This is an optimization exercise on Yosys and OpenROAD, whose aim is small area, not a production implementation.
The RTL was checked by simulation tests, not by an equivalence proof against the original design.
No activity file was given, so power comes from the tool's default toggle rates.

==> flow/design.v <==
module spw_breaker (
    input             clk,
    input             rst,           
    input             cfg_we,
    input             cfg_re,
    input      [3:0]  cfg_addr,
    input      [31:0] cfg_wdata,
    output reg [31:0] cfg_rdata,
    input             en,            
    input             smp_valid,
    input      [11:0] smp_i,         
    output reg        trip,
    output     [1:0]  trip_cause,    
    output     [7:0]  trip_point,    
    output     [11:0] trip_i,        
    output            inrush_active
);
    function gt12(input [11:0] a, input [11:0] b);
        integer n;
        begin
            gt12 = 1'b0;
            for (n = 0; n < 12; n = n + 1)
                gt12 = (a[n] & ~b[n]) | ((a[n] | ~b[n]) & gt12);
        end
    endfunction
    function [3:0] dstep(input [2:0] r, input b);
        case ({r, b})
            4'b000_0: dstep = {1'b0, 3'd0};
            4'b000_1: dstep = {1'b0, 3'd1};
            4'b001_0: dstep = {1'b0, 3'd2};
            4'b001_1: dstep = {1'b0, 3'd3};
            4'b010_0: dstep = {1'b0, 3'd4};
            4'b010_1: dstep = {1'b1, 3'd0};
            4'b011_0: dstep = {1'b1, 3'd1};
            4'b011_1: dstep = {1'b1, 3'd2};
            4'b100_0: dstep = {1'b1, 3'd3};
            default:  dstep = {1'b1, 3'd4};
        endcase
    endfunction
    reg [7:0]  i_inst;
    reg [7:0]  t_inrush;
    reg [6:0]  ramp;                 
    reg        auto_on;
    reg        action;
    reg        on;
    reg [15:0] main_pt   [0:7];
    reg [15:0] inrush_pt [0:7];
    reg [11:0] hist [0:7];           
    reg [3:0]  hcnt;                 
    reg [14:0] hsum;                 
    reg [11:0] i_peak;
    reg [7:0]  wq;                   
    reg [6:0]  wr;                   
    reg [13:0] lo [0:7];             
    reg [4:0]  hi [0:7];             
    reg        cs;                   
    reg        inst_prev;
    reg        t_inst, t_win;
    reg [2:0]  t_pt;
    wire in_window = gt12({4'd0, t_inrush}, {4'd0, wq});
    assign inrush_active = in_window;
    wire eval = smp_valid && en;
    reg [11:0] q5;
    reg [2:0]  rem;
    reg [3:0]  dv;
    integer b;
    always @(*) begin
        rem = 3'd0;
        for (b = 11; b >= 0; b = b - 1) begin
            dv    = dstep(rem, smp_i[b]);
            q5[b] = dv[3];
            rem   = dv[2:0];
        end
    end
    wire rnz = (rem != 3'd0);
    wire inst_over = gt12({2'd0, q5[9:1], q5[0] | rnz}, {3'd0, i_inst, 1'b0});
    wire       wr_curve  = cfg_we && (cfg_addr >= 4'd2) && (cfg_addr <= 4'd5);
    wire       wr_inrush = cfg_we && (cfg_addr >= 4'd6) && (cfg_addr <= 4'd9);
    wire [1:0] wr_pair   = cfg_addr[1:0] - 2'd2;
    wire       wr_set_w  = in_window ? wr_inrush : wr_curve;   
    wire       cs_next   = eval ? in_window : cs;
    wire       wr_set_c  = cs_next ? wr_inrush : wr_curve;     
    wire match = (cs == in_window);
    reg [7:0]  pt_trip;
    reg [7:0]  pt_hit;
    reg [7:0]  pt_wrap;
    reg [7:0]  pt_one;
    reg [7:0]  pt_e0;
    reg [15:0] pt;
    reg [14:0] lc [0:7];             
    reg [5:0]  hc [0:7];             
    integer k, n;
    always @(*) begin
        for (k = 0; k < 8; k = k + 1) begin
            pt = in_window ? inrush_pt[k] : main_pt[k];
            pt_hit[k] = (pt[15:8] != 8'd0) && (pt[4:0] != 5'd0) &&
                        gt12({1'b0, q5[9:0], rnz}, {3'd0, pt[15:8], 1'b0});
            pt_e0[k] = (pt[7:5] == 3'd0);
            lc[k][0] = eval && pt_hit[k] && match;
            for (n = 0; n < 14; n = n + 1)
                lc[k][n+1] = lc[k][n] & lo[k][n];
            case (pt[7:5])
                3'd0: pt_wrap[k] = lc[k][0];
                3'd1: pt_wrap[k] = lc[k][2];
                3'd2: pt_wrap[k] = lc[k][4];
                3'd3: pt_wrap[k] = lc[k][6];
                3'd4: pt_wrap[k] = lc[k][8];
                3'd5: pt_wrap[k] = lc[k][10];
                3'd6: pt_wrap[k] = lc[k][12];
                default: pt_wrap[k] = lc[k][14];
            endcase
            hc[k][0] = pt_wrap[k];
            for (n = 0; n < 5; n = n + 1)
                hc[k][n+1] = hc[k][n] & hi[k][n];
            pt_one[k] = eval && pt_hit[k] && !match;
            pt_trip[k] = (pt_wrap[k] && ((hi[k] ^ hc[k][4:0]) == pt[4:0])) ||
                         (pt_one[k] && pt_e0[k] && (pt[4:0] == 5'd1));
            if (wr_set_w && wr_pair == k[2:1])
                pt_trip[k] = 1'b0;
        end
    end
    wire inst_trip = eval && inst_over && inst_prev;
    wire any_trip  = inst_trip || (pt_trip != 8'd0);
    reg [2:0] first_pt;
    integer j;
    always @(*) begin
        first_pt = 3'd0;
        for (j = 7; j >= 0; j = j - 1)
            if (pt_trip[j]) first_pt = j[2:0];
    end
    assign trip_cause = {t_inst | t_win, t_inst | ~t_win};
    assign trip_point = {{5{t_inst}}, t_pt | {3{t_inst}}};
    assign trip_i     = hist[0];
    wire cnt_run = !rst && en && !any_trip;
    reg keep, keep1;
    integer i;
    always @(posedge clk) begin
        for (i = 0; i < 8; i = i + 1) begin
            keep  = cnt_run && !(wr_set_c && wr_pair == i[2:1]) &&
                    !(smp_valid && !pt_hit[i]);
            keep1 = keep && !pt_one[i];
            lo[i] <= (lo[i] ^ lc[i][13:0]) & {{13{keep1}}, keep};
            lo[i][0] <= keep && (pt_one[i] || (lo[i][0] ^ lc[i][0]));
            hi[i] <= (hi[i] ^ hc[i][4:0]) & {{4{keep1}}, keep};
            hi[i][0] <= keep && (pt_one[i] ? pt_e0[i] : (hi[i][0] ^ hc[i][0]));
        end
    end
    wire [11:0] h_old = hcnt[3] ? hist[7] : 12'd0;
    always @(posedge clk) begin
        t_inst <= inst_over && inst_prev;
        t_win  <= in_window;
        t_pt   <= first_pt;
        case (cfg_addr)
            4'd0: cfg_rdata <= {i_inst, t_inrush, 1'b0, ramp, 3'd0, auto_on,
                                action, 2'd0, on};
            4'd1: cfg_rdata <= {hsum[14:3], i_peak, 8'd0};
            4'd2, 4'd3, 4'd4, 4'd5:
                  cfg_rdata <= {main_pt[{cfg_addr[1:0] - 2'd2, 1'b1}],
                                main_pt[{cfg_addr[1:0] - 2'd2, 1'b0}]};
            4'd6, 4'd7, 4'd8, 4'd9:
                  cfg_rdata <= {inrush_pt[{cfg_addr[1:0] - 2'd2, 1'b1}],
                                inrush_pt[{cfg_addr[1:0] - 2'd2, 1'b0}]};
            default: cfg_rdata <= 32'd0;
        endcase
        if (smp_valid) begin
            for (i = 7; i > 0; i = i - 1)
                hist[i] <= hist[i-1];
            hist[0] <= smp_i;
        end
        if (rst) begin
            i_inst    <= 8'd255;
            t_inrush  <= 8'd20;
            ramp      <= 7'd4;
            auto_on   <= 1'b0;
            action    <= 1'b1;
            on        <= 1'b0;
            for (i = 0; i < 8; i = i + 1) begin
                main_pt[i]    <= 16'd0;
                inrush_pt[i]  <= 16'd0;
            end
            hcnt      <= 4'd0;
            hsum      <= 15'd0;
            i_peak    <= 12'd0;
            wq        <= 8'd0;
            wr        <= 7'd0;
            cs        <= 1'b0;
            inst_prev <= 1'b0;
            trip      <= 1'b0;
        end else begin
            if (cfg_re && cfg_addr == 4'd1)
                i_peak <= smp_valid ? smp_i : 12'd0;
            else if (smp_valid && gt12(smp_i, i_peak))
                i_peak <= smp_i;
            if (smp_valid) begin
                hsum <= hsum + {3'd0, smp_i} - {3'd0, h_old};
                if (!hcnt[3]) hcnt <= hcnt + 4'd1;
            end
            if (!en) begin
                wq <= 8'd0;
                wr <= 7'd0;
            end else if (smp_valid && wq != 8'd255) begin
                if (wr == 7'd124) begin
                    wr <= 7'd0;
                    wq <= wq + 8'd1;
                end else
                    wr <= wr + 7'd1;
            end
            if (eval) cs <= in_window;
            if (!en || any_trip)
                inst_prev <= 1'b0;
            else if (smp_valid)
                inst_prev <= inst_over;
            trip <= any_trip;
            if (cfg_we) begin
                case (cfg_addr)
                    4'd0: begin
                        i_inst   <= (cfg_wdata[31:24] == 8'd0) ? 8'd1 : cfg_wdata[31:24];
                        t_inrush <= cfg_wdata[23:16];
                        ramp     <= (cfg_wdata[15:8] == 8'd0) ? 7'd1 :
                                    gt12({4'd0, cfg_wdata[15:8]}, 12'd100) ? 7'd100 :
                                    cfg_wdata[14:8];
                        auto_on  <= cfg_wdata[4];
                        action   <= cfg_wdata[3];
                        on       <= cfg_wdata[0];
                    end
                    4'd2, 4'd3, 4'd4, 4'd5: begin
                        main_pt[{cfg_addr[1:0] - 2'd2, 1'b0}] <= cfg_wdata[15:0];
                        main_pt[{cfg_addr[1:0] - 2'd2, 1'b1}] <= cfg_wdata[31:16];
                    end
                    4'd6, 4'd7, 4'd8, 4'd9: begin
                        inrush_pt[{cfg_addr[1:0] - 2'd2, 1'b0}] <= cfg_wdata[15:0];
                        inrush_pt[{cfg_addr[1:0] - 2'd2, 1'b1}] <= cfg_wdata[31:16];
                    end
                    default: ;
                endcase
            end
        end
    end
endmodule
==> flow/run.sh <==
#!/bin/bash
# synth_recipe.tcl (not shown) runs the flow's synth.tcl, then flattens the netlist and writes it again
# the make line also repeats each setting of config.mk as NAME=value (left out here)
make -C /OpenROAD-flow-scripts/flow DESIGN_CONFIG=/design/flow/config.mk WORK_HOME=/design/flow/orfs CLKGATE_MAP_FILE= SYNTH_SCRIPT=/design/flow/synth_recipe.tcl finish
==> flow/config.mk <==
export PLATFORM = sky130hd
export DESIGN_NAME = spw_breaker
export DESIGN_NICKNAME = spw_breaker
export VERILOG_FILES = /design/flow/design.v
export SDC_FILE = /design/flow/constraint.sdc
export NUM_CORES = 4
export LEC_CHECK = 0
export ABC_AREA = 1
export CAP_MARGIN = 20
export CORE_MARGIN = 2
export CORE_UTILIZATION = 40
export SLEW_MARGIN = 20
==> flow/constraint.sdc <==
create_clock -name core_clock -period 14.0 [get_ports {clk}]
set_input_delay 2.8000 -clock core_clock [delete_from_list [all_inputs] [get_ports {clk}]]
set_output_delay 2.8000 -clock core_clock [all_outputs]
set_load 0.01 [all_outputs]
==> results of run 1 <==
## area by class of cell
cell class / instances / area (um^2) / share of cell area (%)
Clock buffer: 94 / 2010 / 5.69
Clock inverter: 35 / 218 / 0.617
Inverter: 534 / 2000 / 5.68
Multi-Input combinational cell: 2165 / 12400 / 35.1
Sequential cell: 616 / 15900 / 45.0
Tap cell: 1030 / 1290 / 3.65
Timing Repair Buffer: 159 / 1500 / 4.24
## kinds of logic (layout without fill, tap and decap cells)
group | Yosys count | after routing | synth area share, %
AOI/OAI and AO/OA | 523 | 523 | 10.7
xor gates and xnor gates | 55 | 55 | 1.57
adders and majority gates | 175 | 175 | 7.42
buffers and inverters | 661 | 822 | 8.35
DFF | 616 | 616 | 51.6
muxes | 6 | 6 | 0.195
and+or+nand+nor | 1406 | 1406 | 20.2
## power breakdown
| group | total [W] | switching, W | internal [W] |
|---|---|---|---|
| Clock | 0.00179 | 0.000762 | 0.00103 |
| Sequential | 0.00205 | 0.0000416 | 0.00201 |
| Combinational | 0.000844 | 0.000566 | 0.000277 |
| Total | 0.00469 | 0.00137 | 0.00332 |
## per-stage QoR
stage               setup WS, ns  util, %  hold WS (ns)  area, um^2
finish                      1.03     46.4         0.412       35300
global route              0.0398     46.4         0.420       35300
CTS                        0.883     46.3         0.413       35200
detailed placement         0.325     43.4         0.405       32900
global placement           0.493     43.4         0.400       32900
floorplan                   2.65        -         0.400       30700
## flip-flops by register name, indices dropped and copies added (netlist names), 8 cells and up
signal and flops:
wq 8, i_inst 8, hist 96, inrush_pt 128
lo 112, i_peak 12, t_inrush 8, hi 40
hsum 15, main_pt 128, cfg_rdata 32
## layer usage
metal | global-route usage, % | vias up | part of all wire (%)
li1 | - | 11600 | -
met1 | 33.5 | 11400 | 43
met2 | 36.6 | 1247 | 43
met3 | 4.35 | 217 | 11
met4 | 9.12 | 2 | 3.7
met5 | 0 | - | 0.0074
## critical path: cells and delay by family
kind,cells,cell delay (ns)
AND/OR/NAND/NOR,48,5.02
buffers and inverters,6,1.16
adder cells (fa/ha/maj),16,3.06
XOR/XNOR,1,0.32
AO/OA/AOI/OAI,5,1.07
## layout by cell type, fill, tap and decap left out, types with 10 or more instances in the layout
cell               n
o22ai_1           58
a21oi_1           82
xor2_1            36
a211oi_1          14
nand4_1           32
fa_1              12
nor4_1            25
clkinv_1          36
nand2_1          581
dfxtp_1          264
edfxtp_1         352
or3_1             18
nand3_1           90
nand2_2           28
clkbuf_16         74
buf_4             47
inv_2             12
clkinv_2          21
a22oi_1           36
o22a_1            10
clkdlybuf4s50_1  108
nor3_1            11
nand3_2           10
o21ai_0          194
clkbuf_1          12
nor2_1           520
or2_2             24
ha_1             163
o221ai_1          11
nor2_4            21
xnor2_1           19
o2111ai_1         44
inv_1            493
o211ai_1          12
## final timing paths
check              startpoint    endpoint  slack, ns  cells after the start
setup / recovery    smp_i[10]    lo[7][1]       1.03                     76
hold / removal     hist[6][4]  hist[7][4]       0.41                      0
setup reg to reg  t_inrush[1]    lo[7][1]       3.55                     56
hold reg to reg    hist[6][4]  hist[7][4]       0.41                      0
## timing repair
| action | CTS | global route |
|---|---|---|
| resized for setup | 0 | 8 |
| setup endpoints to repair | 0 | 104 |
| buffers inserted | 0 | 3 |
| hold endpoints to repair | 0 | 0 |
==> results.json, run 1 <==
{
  "status": "finished clean",
  "cts_root_buf": "clkbuf_16",
  "gp_congestion": 0.892,
  "grt_setup_unrepaired": "false",
  "die_width_um": 281,
  "cp_slowest_cell": "clkdlybuf4s50_1",
  "die_y_um": 281,
  "synth_area_per_cell_um2": 8.93,
  "slew_viol_final": 0,
  "finalSetupViolations": 0,
  "synthCells": 3442,
  "grt_max_degree": 218,
  "area_delta_synth_final_pct": 14.8,
  "drc": 0,
  "start_kind": "input pin",
  "netlist_area_um2": 30700,
  "hold_class": "register to register",
  "io_pins": 110,
  "max_freq_ghz": 0.0771,
  "hold_buffers": 0,
  "synth_ff_type": "edfxtp_1",
  "tightest_slew_ns": 1.18,
  "synth.distinct_cells": 66,
  "numPortBuffers": 109,
  "start_util_pct": 40.5,
  "worst_path_largest_cell_delay_ns": 0.55,
  "path_class": "input pin to register",
  "clock-sinks": 616,
  "synthArstFlopShare_pct": 0,
  "cts_max_level": 3,
  "crit_path_max_fanout": 17,
  "first_global_vias": 22900,
  "synth_edf_count": 352,
  "wire_per_inst_um": 20.4,
  "final.setup.tns_ns": 0,
  "cts_tree": "yes",
  "total_power_w": 0.00469,
  "ant_nets": 0,
  "ys_warn_count": 6,
  "drt-total-wl_um": 94700,
  "required_ns": 14.49,
  "powerDensity_nw_per_um2": 133,
  "insertion_delay_ns": 0.62,
  "coreArea_um2": 75900,
  "nNetsFinal": 3775,
  "post-synth-top-count-cell": "nand2_1",
  "dieArea_um2": 79000,
  "gr-usage-all-layers_pct": 23.9,
  "antenna_found_initial": 3,
  "leakage_nw": 15.2,
  "fin_crit_sh_pct": 92.6,
  "dr.pass1.iters": 6,
  "cts_inserted_buffers": 70,
  "dp_cells": 4501,
  "synth_largest_area_cell": "edfxtp_1",
  "num_vias": 24500,
  "vias_per_cell": 5.28,
  "fill_cells": 7239,
  "clk_pin_slew_ns": 0.06,
  "synthTopCellsByArea": "edfxtp_1 34%, dfxtp_1 17%, nand2_1 7.2%",
  "cts_buffer_depth": 3,
  "overflow": 0,
  "vdd_drop_max_uv": 114,
  "cp.arrival_ns": 13.46,
  "hold_violations": 0,
  "num_rows": 101,
  "hpwl_um": 63100,
  "synth.yosys.seq_area_share_pct": 51.6,
  "ys_seq_elements": 616,
  "drt_iter0_drc": 2701,
  "final.setup_skew_ns": 0.0335,
  "endpoint_kind": "register",
  "finalNonFillerCells": 4633,
  "synthTopCellsByCount": "586 x nand2_1, 524 x nor2_1, 493 x inv_1, 352 x edfxtp_1, 264 x dfxtp_1",
  "synth_nets": 3671,
  "synth_top_area_share_pct": 34.4,
  "drive_gt1_share_pct": 8.02,
  "cp_common_cell": "nand2_1",
  "grt_pass1_wl_um": 140000,
  "max_cap_viol_count": 0,
  "slew_headroom_pct": 21.1,
  "insertedDiodeCount": 0,
  "min_period_ns": 12.97
}
==> run 2: changes to the inputs <==
--- a/flow/config.mk
+++ b/flow/config.mk
@@ -8,5 +8,6 @@
 export ABC_AREA = 1
 export CAP_MARGIN = 20
 export CORE_MARGIN = 2
-export CORE_UTILIZATION = 40
+export CORE_UTILIZATION = 60
+export CTS_BUF_LIST = sky130_fd_sc_hd__clkbuf_4
 export SLEW_MARGIN = 20
==> results.json, run 2 <==
{
  "gp_congestion": 0.980,
  "endpoint_kind": "register",
  "synth_ff_type": "edfxtp_1",
  "required_ns": 14.89,
  "drt_iter0_drc": 3143,
  "nNetsFinal": 3860,
  "use_met1_pct": 47.2,
  "max_cap_viol_count": 0,
  "min_period_ns": 12.98,
  "coreArea_um2": 50400,
  "first_global_vias": 25300,
  "ant_nets": 0,
  "clock-sinks": 616,
  "drive_gt1_share_pct": 11.6,
  "hold_violations": 0,
  "cp_slowest_cell": "clkdlybuf4s50_1",
  "cts_tree": "yes",
  "start_kind": "input pin",
  "dp_cells": 4138,
  "slew_viol_final": 0,
  "die_width_um": 230,
  "finalNonFillerCells": 4439,
  "ys_seq_elements": 616,
  "drc": 0,
  "numPortBuffers": 109,
  "drt-total-wl_um": 95200,
  "die_y_um": 230,
  "hpwl_um": 66100,
  "insertion_delay_ns": 1.04,
  "synth_area_per_cell_um2": 8.93,
  "postCtsSetupRepairBufs": 0,
  "ys_warn_count": 6,
  "powerDensity_nw_per_um2": 132,
  "vias_per_cell": 5.88,
  "status": "finished clean",
  "synth_nets": 3671,
  "met2_usage_pct": 54.9,
  "synth_edf_count": 352,
  "synthArstFlopShare_pct": 0,
  "crit_path_max_fanout": 17,
  "fin_crit_sh_pct": 92.7,
  "grt_setup_unrepaired": "false",
  "num_vias": 26100,
  "synth_top_area_share_pct": 34.4,
  "synthCells": 3442,
  "area_delta_synth_final_pct": 12.8,
  "netlist_area_um2": 30700,
  "overflow": 0,
  "clk_pin_slew_ns": 0.06,
  "hold_class": "register to register",
  "cts_inserted_buffers": 163,
  "slew_headroom_pct": 14.4,
  "top_regs": "inrush_pt (128), main_pt (128), lo (112)",
  "synth_largest_area_cell": "edfxtp_1",
  "grt_pass1_wl_um": 145000,
  "worst_path_largest_cell_delay_ns": 0.62,
  "start_util_pct": 61.0,
  "io_pins": 110,
  "hold_buffers": 0,
  "final.setup_skew_ns": 0.0723,
  "synthTopCellsByCount": "586 x nand2_1, 524 x nor2_1, 493 x inv_1, 352 x edfxtp_1, 264 x dfxtp_1",
  "synth.distinct_cells": 66,
  "final.setup.tns_ns": 0,
  "rrSetupSlack_ns": 3.06,
  "dieArea_um2": 53000,
  "cp_common_cell": "nand2_1",
  "synth.yosys.seq_area_share_pct": 51.6,
  "path_class": "input pin to register",
  "antenna_found_initial": 6,
  "grt_busiest_layer": "met2",
  "dr.pass1.iters": 8,
  "vdd_drop_max_uv": 84.7,
  "wire_per_inst_um": 21.4,
  "cts_buffer_depth": 3,
  "post-synth-top-count-cell": "nand2_1",
  "tightest_slew_ns": 1.27,
  "gr-usage-all-layers_pct": 36.4,
  "grt_max_degree": 217,
  "post-route-util_pct": 68.8,
  "leakage_nw": 15.4,
  "cts_resized": 0,
  "synthTopCellsByArea": "edfxtp_1 34%, dfxtp_1 17%, nand2_1 7.2%",
  "num_rows": 82,
  "max_freq_ghz": 0.0771,
  "final_cell_mix": "585 x nand2_1, 520 x nor2_1, 492 x inv_1",
  "finalSetupViolations": 0,
  "cts_root_buf": "clkbuf_4",
  "use_met3_pct": 12.3,
  "cts_max_level": 4,
  "final_common_cell": "nand2_1",
  "cp.arrival_ns": 13.86
}
## run 2: final cells by class
type	instances	area (um^2)
Clock buffer	256	1920
Multi-Input combinational cell	2165	12300
Antenna cell	6	15.0
Fill cell	4089	15700
Inverter	534	2000
Clock inverter	39	264
Tap cell	672	841
Timing Repair Buffer	151	1420
Sequential cell	616	15900
## run 2: routing by layer
| metal | up-vias | wire length (um) | part of all wire (%) |
|---|---|---|---|
| met5 | - | 27 | 0.028 |
| met4 | 4 | 3990 | 4.2 |
| met3 | 309 | 12500 | 13 |
| met2 | 1607 | 41600 | 44 |
| met1 | 12200 | 37100 | 39 |
| li1 | 11900 | - | - |
## run 2: cell families after synthesis
group | synth area share (%)
buffers and inverters | 8.35
AOI/OAI and AO/OA | 10.7
xor gates and xnor gates | 1.57
DFF | 51.6
and+or+nand+nor | 20.2
adders and majority gates | 7.42
muxes | 0.195
## run 2: report_power, final
part | switching (W) | total, W | internal, W
logic | 0.000582 | 0.000854 | 0.000272
registers | 0.0000456 | 0.00206 | 0.00201
clock network | 0.000763 | 0.00166 | 0.000901
## run 2: worst paths after layout
check | start | end | depth (start not counted)
hold / removal | hist[2][6] | hist[3][6] | 0
setup / recovery | smp_i[9] | lo[0][3] | 77
hold reg to reg | hist[2][6] | hist[3][6] | 0
setup reg to reg | t_inrush[1] | lo[0][3] | 54
## run 2: critical path, delay by kind of cell
family | cells | cell delay, ns
xor+xnor | 1 | 0.29
compound gates | 4 | 0.85
buf+inv | 8 | 1.15
simple gates | 48 | 5.61
fa+ha+maj | 16 | 3.15
## run 2: stage by stage
step	setup slack [ns]	total power, W	instance area [um^2]	hold WS, ns
2_1_floorplan	2.65	0.00264	30700	0.400
3_3_place_gp	0.674	0.00290	32400	0.401
3_5_place_dp	0.282	0.00292	32400	0.405
4_1_cts	1.35	0.00458	34600	0.396
5_1_grt	0.140	0.00479	34600	0.404
6_report	1.02	0.00458	34600	0.414

afterwards: timing with drivers on the ports:
Ports are ideal in the flow. The routed layouts listed here were re-timed in OpenROAD. Step 1 assumes that a clkbuf_16 drives the clock port and a buf_2 every other input. Step 2, shift: input delay + t, output delay - t, t = (earliest + latest rising clock arrival at the registers) / 2. This alone moves slack from input paths to output paths. a / b / c = no drivers / after step 1 / after step 2; a / b = the first two.
run	shift t [ns]	slack for setup (ns)	slew at the worst register clock pin (ns)	worst slew at a driven data input, ns
run 1	0.671	1.033 / 1.074 / 0.403	0.07 / 0.07	0.06
run 2	1.063	1.025 / 1.050 / -0.014	0.08 / 0.08	0.09
With both steps, setup timing fails in run 2, where it was met with ideal ports. The setup slack of run 2, which loses most, moves by +0.025 ns with the drivers and by -1.039 ns with both steps.
